From an optimization exercise on the open Yosys and OpenROAD flow, aimed at small area, a short achievable clock period and few clock cycles per item; shortcuts taken in it are not production practice. Only simulation tests tie the RTL to the original design; equivalence was not proved. Power is estimated from default activity; no workload was simulated.

## JK
==> flow/design.v (excerpt) <==
module pu_condition (
    input  wire         clk,
    input  wire         rst,
    input  wire [2:0]   cfg_depth,         
    input  wire [15:0]  cfg_width,         
    input  wire [5:0]   cfg_ob_w8,         
    input  wire         cfg_ob_side,       
    input  wire         cfg_ob_mode,       
    input  wire [15:0]  cfg_black_level,
    input  wire [15:0]  cfg_ob_clamp,
    input  wire [15:0]  cfg_pedestal,
    input  wire         cfg_flat_en,
    input  wire [3:0]   cfg_gain_frac,     
    input  wire [3:0]   cfg_ofs_shift,     
    input  wire [2:0]   cfg_cfa,           
    input  wire [15:0]  cfg_sat_level,
    input  wire         cfg_calib,
    input  wire         in_valid,
    output reg          in_ready,
    input  wire [15:0]  in_p,
    input  wire [15:0]  in_coef,
    input  wire         in_eof,
    output reg          out_valid,
    output reg  [15:0]  out_o,
    output reg          stat_valid,
    output wire [31:0]  stat_lines,
    output wire [31:0]  stat_ob_mean,
    output wire [63:0]  stat_ch_min,       
    output wire [63:0]  stat_ch_max,
    output wire [255:0] stat_ch_sum,       
    output wire [255:0] stat_ch_sumsq,
    output wire [127:0] stat_clip_low,     
    output wire [127:0] stat_clip_high,
    output wire [63:0]  stat_focus_total
);
Size: ~6,400 cells after synthesis, about 1,200 I/O pins, ~69,000 sq um of cells after synthesis.
export LEC_CHECK = 0
export ABC_CLOCK_PERIOD_IN_PS = 5000
export CAP_MARGIN = 20
export CORE_MARGIN = 2
export CORE_UTILIZATION = 40
export SLEW_MARGIN = 20
create_clock -name core_clock -period 16.0 [get_ports {clk}]
standard.sh (not shown) runs the stock make flow with config.mk's settings and CLKGATE_MAP_FILE= SYNTH_SCRIPT=/design/flow/synth_recipe.tcl, a recipe that flattens the netlist after the stock synthesis.
==> flow/flow/run.sh <==
#!/bin/bash
# The standard layout, with three changes to how it is made: the port
# buffers are plain buffers (sky130_fd_sc_hd__buf_2, which repair may
# resize) instead of the delay-cell buffers buffer_ports picks by default;
# timing repair aims for a setup margin, so that it works on paths well
# inside the clock period; and clock tree synthesis adds no dummy loads and
# clusters up to 28 registers (90 um across) on a leaf buffer.
# The clock, constraints and synthesis are unchanged.
set -euo pipefail
export BUFFER_PORTS_ARGS="-buffer_cell sky130_fd_sc_hd__buf_2"
export SETUP_SLACK_MARGIN=11.0
export CTS_ARGS="-sink_clustering_enable -repair_clock_nets -dont_use_dummy_load -sink_clustering_size 28 -sink_clustering_max_diameter 90"
bash standard.sh > standard_flow.log 2>&1
Testbench counts of JK, summed over its fixed seeds: cycles 93,423, pixels 80,140.
Inputs modified between JK and MS:
-- flow/flow/run.sh --
<<< JK, line 10
export BUFFER_PORTS_ARGS="-buffer_cell sky130_fd_sc_hd__buf_2"
export SETUP_SLACK_MARGIN=11.0
export CTS_ARGS="-sink_clustering_enable -repair_clock_nets -dont_use_dummy_load -sink_clustering_size 28 -sink_clustering_max_diameter 90"
>>> MS, line 10
export BUFFER_PORTS_ARGS="-buffer_cell sky130_fd_sc_hd__buf_2"
export SETUP_SLACK_MARGIN=11.4
export CTS_ARGS="-sink_clustering_enable -repair_clock_nets -dont_use_dummy_load -sink_clustering_size 28 -sink_clustering_max_diameter 90"
## What came out
When the final numbers for JK and MS were put side by side, the combinational share of power turned out to be smaller in MS. Diff JK -> MS: overall power consumption increased by about 0.43% relative to the old numbers, worst setup slack increased by 0.34 ns relative to the old numbers. The layout from MS, despite a flow that completed every stage, fails the layout checks, with the failing checks listed as antenna rules.
Setup changes, MS to AL
==> flow/flow/run.sh <==
#!/bin/bash
# The standard layout, with these changes to how it is made: the port
# buffers are plain buffers (sky130_fd_sc_hd__buf_2, which repair may
# resize) instead of the delay-cell buffers buffer_ports picks by default;
# timing repair aims for a setup margin, so that it works on paths well
# inside the clock period; clock tree synthesis adds no dummy loads and
# clusters up to 25 registers (80 um across) on a leaf buffer; and antenna
# repair may run more iterations.  The clock, constraints and synthesis are
# unchanged.
set -euo pipefail
export BUFFER_PORTS_ARGS="-buffer_cell sky130_fd_sc_hd__buf_2"
export SETUP_SLACK_MARGIN=11.7
export CTS_ARGS="-sink_clustering_enable -repair_clock_nets -dont_use_dummy_load -sink_clustering_size 25 -sink_clustering_max_diameter 80"
export MAX_REPAIR_ANTENNAS_ITER_GRT=10
export MAX_REPAIR_ANTENNAS_ITER_DRT=15
bash standard.sh > standard_flow.log 2>&1
[summary]
- Compared with MS, AL shows number of clock-tree buffers in the layout higher by about 20%.
- Changes observed in AL relative to MS: buffer depth of the longest clock path now sits at about the same level, total wire length after detailed routing picked up an extra about 5.4%.
- Per the final summary, AL finished and its layout is clean on timing, DRC and antenna.
Setup changes, AL to TR
==> flow/flow/run.sh <==
#!/bin/bash
# The standard layout, with these changes to how it is made: the port
# buffers are plain buffers (sky130_fd_sc_hd__buf_2, which repair may
# resize) instead of the delay-cell buffers buffer_ports picks by default;
# timing repair aims for a setup margin, so that it works on paths well
# inside the clock period; clock tree synthesis adds no dummy loads and
# clusters up to 28 registers (90 um across) on a leaf buffer; and antenna
# repair may run more iterations.  The clock, constraints and synthesis are
# unchanged.
set -euo pipefail
export BUFFER_PORTS_ARGS="-buffer_cell sky130_fd_sc_hd__buf_2"
export SETUP_SLACK_MARGIN=11.2
export CTS_ARGS="-sink_clustering_enable -repair_clock_nets -dont_use_dummy_load -sink_clustering_size 28 -sink_clustering_max_diameter 90"
export MAX_REPAIR_ANTENNAS_ITER_GRT=10
export MAX_REPAIR_ANTENNAS_ITER_DRT=15
bash standard.sh > standard_flow.log 2>&1
[summary]
Start point of the critical path = u_ring.slot[16][10]: AL; start point of the critical path = u_ring.slot[16][26]: TR
In TR relative to AL, non-clock buffer count had gone down by more than a quarter.
Summary of TR over AL: highest clock frequency the design can meet -about 2.7%, total iterations of the first detailed-routing run shows an increase of 1, sequential portion of the cell area climbed 4.1 points.
Modified inputs, PW compared to TR
==> flow/flow/run.sh <==
#!/bin/bash
# The standard layout, with these changes to how it is made: the port
# buffers are plain buffers (sky130_fd_sc_hd__buf_2, which repair may
# resize) instead of the delay-cell buffers buffer_ports picks by default;
# timing repair aims for a setup margin, so that it works on paths well
# inside the clock period; clock tree synthesis adds no dummy loads and
# clusters up to 25 registers (80 um across) on a leaf buffer; and antenna
# repair may run more iterations.  The clock, constraints and synthesis are
# unchanged.
set -euo pipefail
export BUFFER_PORTS_ARGS="-buffer_cell sky130_fd_sc_hd__buf_2"
export SETUP_SLACK_MARGIN=11.4
export CTS_ARGS="-sink_clustering_enable -repair_clock_nets -dont_use_dummy_load -sink_clustering_size 25 -sink_clustering_max_diameter 80"
export MAX_REPAIR_ANTENNAS_ITER_GRT=10
export MAX_REPAIR_ANTENNAS_ITER_DRT=15
bash standard.sh > standard_flow.log 2>&1
## What came out
Where total chip power is concerned, TR is better than PW.
Changes observed in PW relative to TR: combinational power share -0.7 points; overall track demand over capacity in global routing +0.45 points.

---

pu_condition again, from the RTL that the note above started with.
export LEC_CHECK = 0
export ABC_CLOCK_PERIOD_IN_PS = 5000
export CAP_MARGIN = 20
export CORE_MARGIN = 2
export CORE_UTILIZATION = 40
export SLEW_MARGIN = 20
create_clock -name core_clock -period 16.0 [get_ports {clk}]
==> flow/flow/run.sh <==
#!/bin/bash
# The standard layout, with these changes to how it is made: the port
# buffers are plain buffers (sky130_fd_sc_hd__buf_2, which repair may
# resize) instead of the delay-cell buffers buffer_ports picks by default;
# timing repair aims for a setup margin, so that it works on paths well
# inside the clock period; clock tree synthesis adds no dummy loads and
# clusters up to 28 registers (90 um across) on a leaf buffer; and antenna
# repair may run more iterations.  The clock, constraints and synthesis are
# unchanged.
set -euo pipefail
export BUFFER_PORTS_ARGS="-buffer_cell sky130_fd_sc_hd__buf_2"
export SETUP_SLACK_MARGIN=11.5
export CTS_ARGS="-sink_clustering_enable -repair_clock_nets -dont_use_dummy_load -sink_clustering_size 28 -sink_clustering_max_diameter 90"
export MAX_REPAIR_ANTENNAS_ITER_GRT=10
export MAX_REPAIR_ANTENNAS_ITER_DRT=15
bash standard.sh > standard_flow.log 2>&1
Testbench counts at the start, summed over its fixed seeds: cycles 93,423, pixels 80,140.
Rerun with:
--- a/flow/flow/run.sh
+++ b/flow/flow/run.sh
@@ -10,5 +10,5 @@
 set -euo pipefail
 export BUFFER_PORTS_ARGS="-buffer_cell sky130_fd_sc_hd__buf_2"
-export SETUP_SLACK_MARGIN=11.5
+export SETUP_SLACK_MARGIN=11.3
 export CTS_ARGS="-sink_clustering_enable -repair_clock_nets -dont_use_dummy_load -sink_clustering_size 28 -sink_clustering_max_diameter 90"
 export MAX_REPAIR_ANTENNAS_ITER_GRT=10
Final area is lower by 5.3%.
Global-route usage came out lower by 0.39 points.
Critical path depth is unchanged.
Rerun with:
--- a/flow/flow/run.sh
+++ b/flow/flow/run.sh
@@ -10,5 +10,5 @@
 set -euo pipefail
 export BUFFER_PORTS_ARGS="-buffer_cell sky130_fd_sc_hd__buf_2"
-export SETUP_SLACK_MARGIN=11.3
+export SETUP_SLACK_MARGIN=11.7
 export CTS_ARGS="-sink_clustering_enable -repair_clock_nets -dont_use_dummy_load -sink_clustering_size 28 -sink_clustering_max_diameter 90"
 export MAX_REPAIR_ANTENNAS_ITER_GRT=10
What happened: The new run went through all stages and came out clean. Routed wire length rises by a few percent. Hold slack is worse by 0.014 ns. Maximum frequency rises slightly. Clock skew rises by 0.016 ns. Via count rises by a few percent. Register-to-register slack is better by 0.33 ns. Clock power stays flat. Critical path depth does not change. Total power rises by a few percent. Final area rises by about a fifth. Final cell count rises by a few percent.

## separate check: timing with driven ports
In the flow no input, the clock included, has a driving cell. The finished layouts below were timed again as built, in two steps.
Step 1, drivers: a clkbuf_16 drives clk and a buf_2 each remaining input, both assumed.
Step 2 adds t to the input delays and takes it off the output delays; t is the mean of the earliest and latest rising clock arrival at the registers after step 1. Input paths then give back, and output paths get back, about the clock's delay inside the block.
Slacks: no drivers / after step 1 / after step 2; pairs: no drivers / after step 1.
run	t (ns)	setup slack, ns	hold WS [ns]
JK	0.759	11.013 / 10.933 / 10.836	0.330 / 0.330 / 0.330
MS	0.775	11.354 / 11.276 / 10.698	0.316 / 0.316 / 0.316
AL	0.799	11.334 / 11.253 / 10.818	0.311 / 0.311 / 0.311
TR	0.783	11.205 / 11.123 / 10.610	0.314 / 0.314 / 0.314
PW	0.804	11.337 / 11.260 / 10.680	0.309 / 0.309 / 0.309
the first run of note 2	0.762	11.385 / 11.309 / 10.807	0.307 / 0.307 / 0.307
the second run of note 2	0.784	11.311 / 11.228 / 10.680	0.317 / 0.317 / 0.317
the third run of note 2	0.772	11.371 / 11.289 / 10.820	0.303 / 0.303 / 0.303
For PW, which loses most, drivers alone change the setup slack by -0.077 ns; drivers and shift together by -0.657 ns.
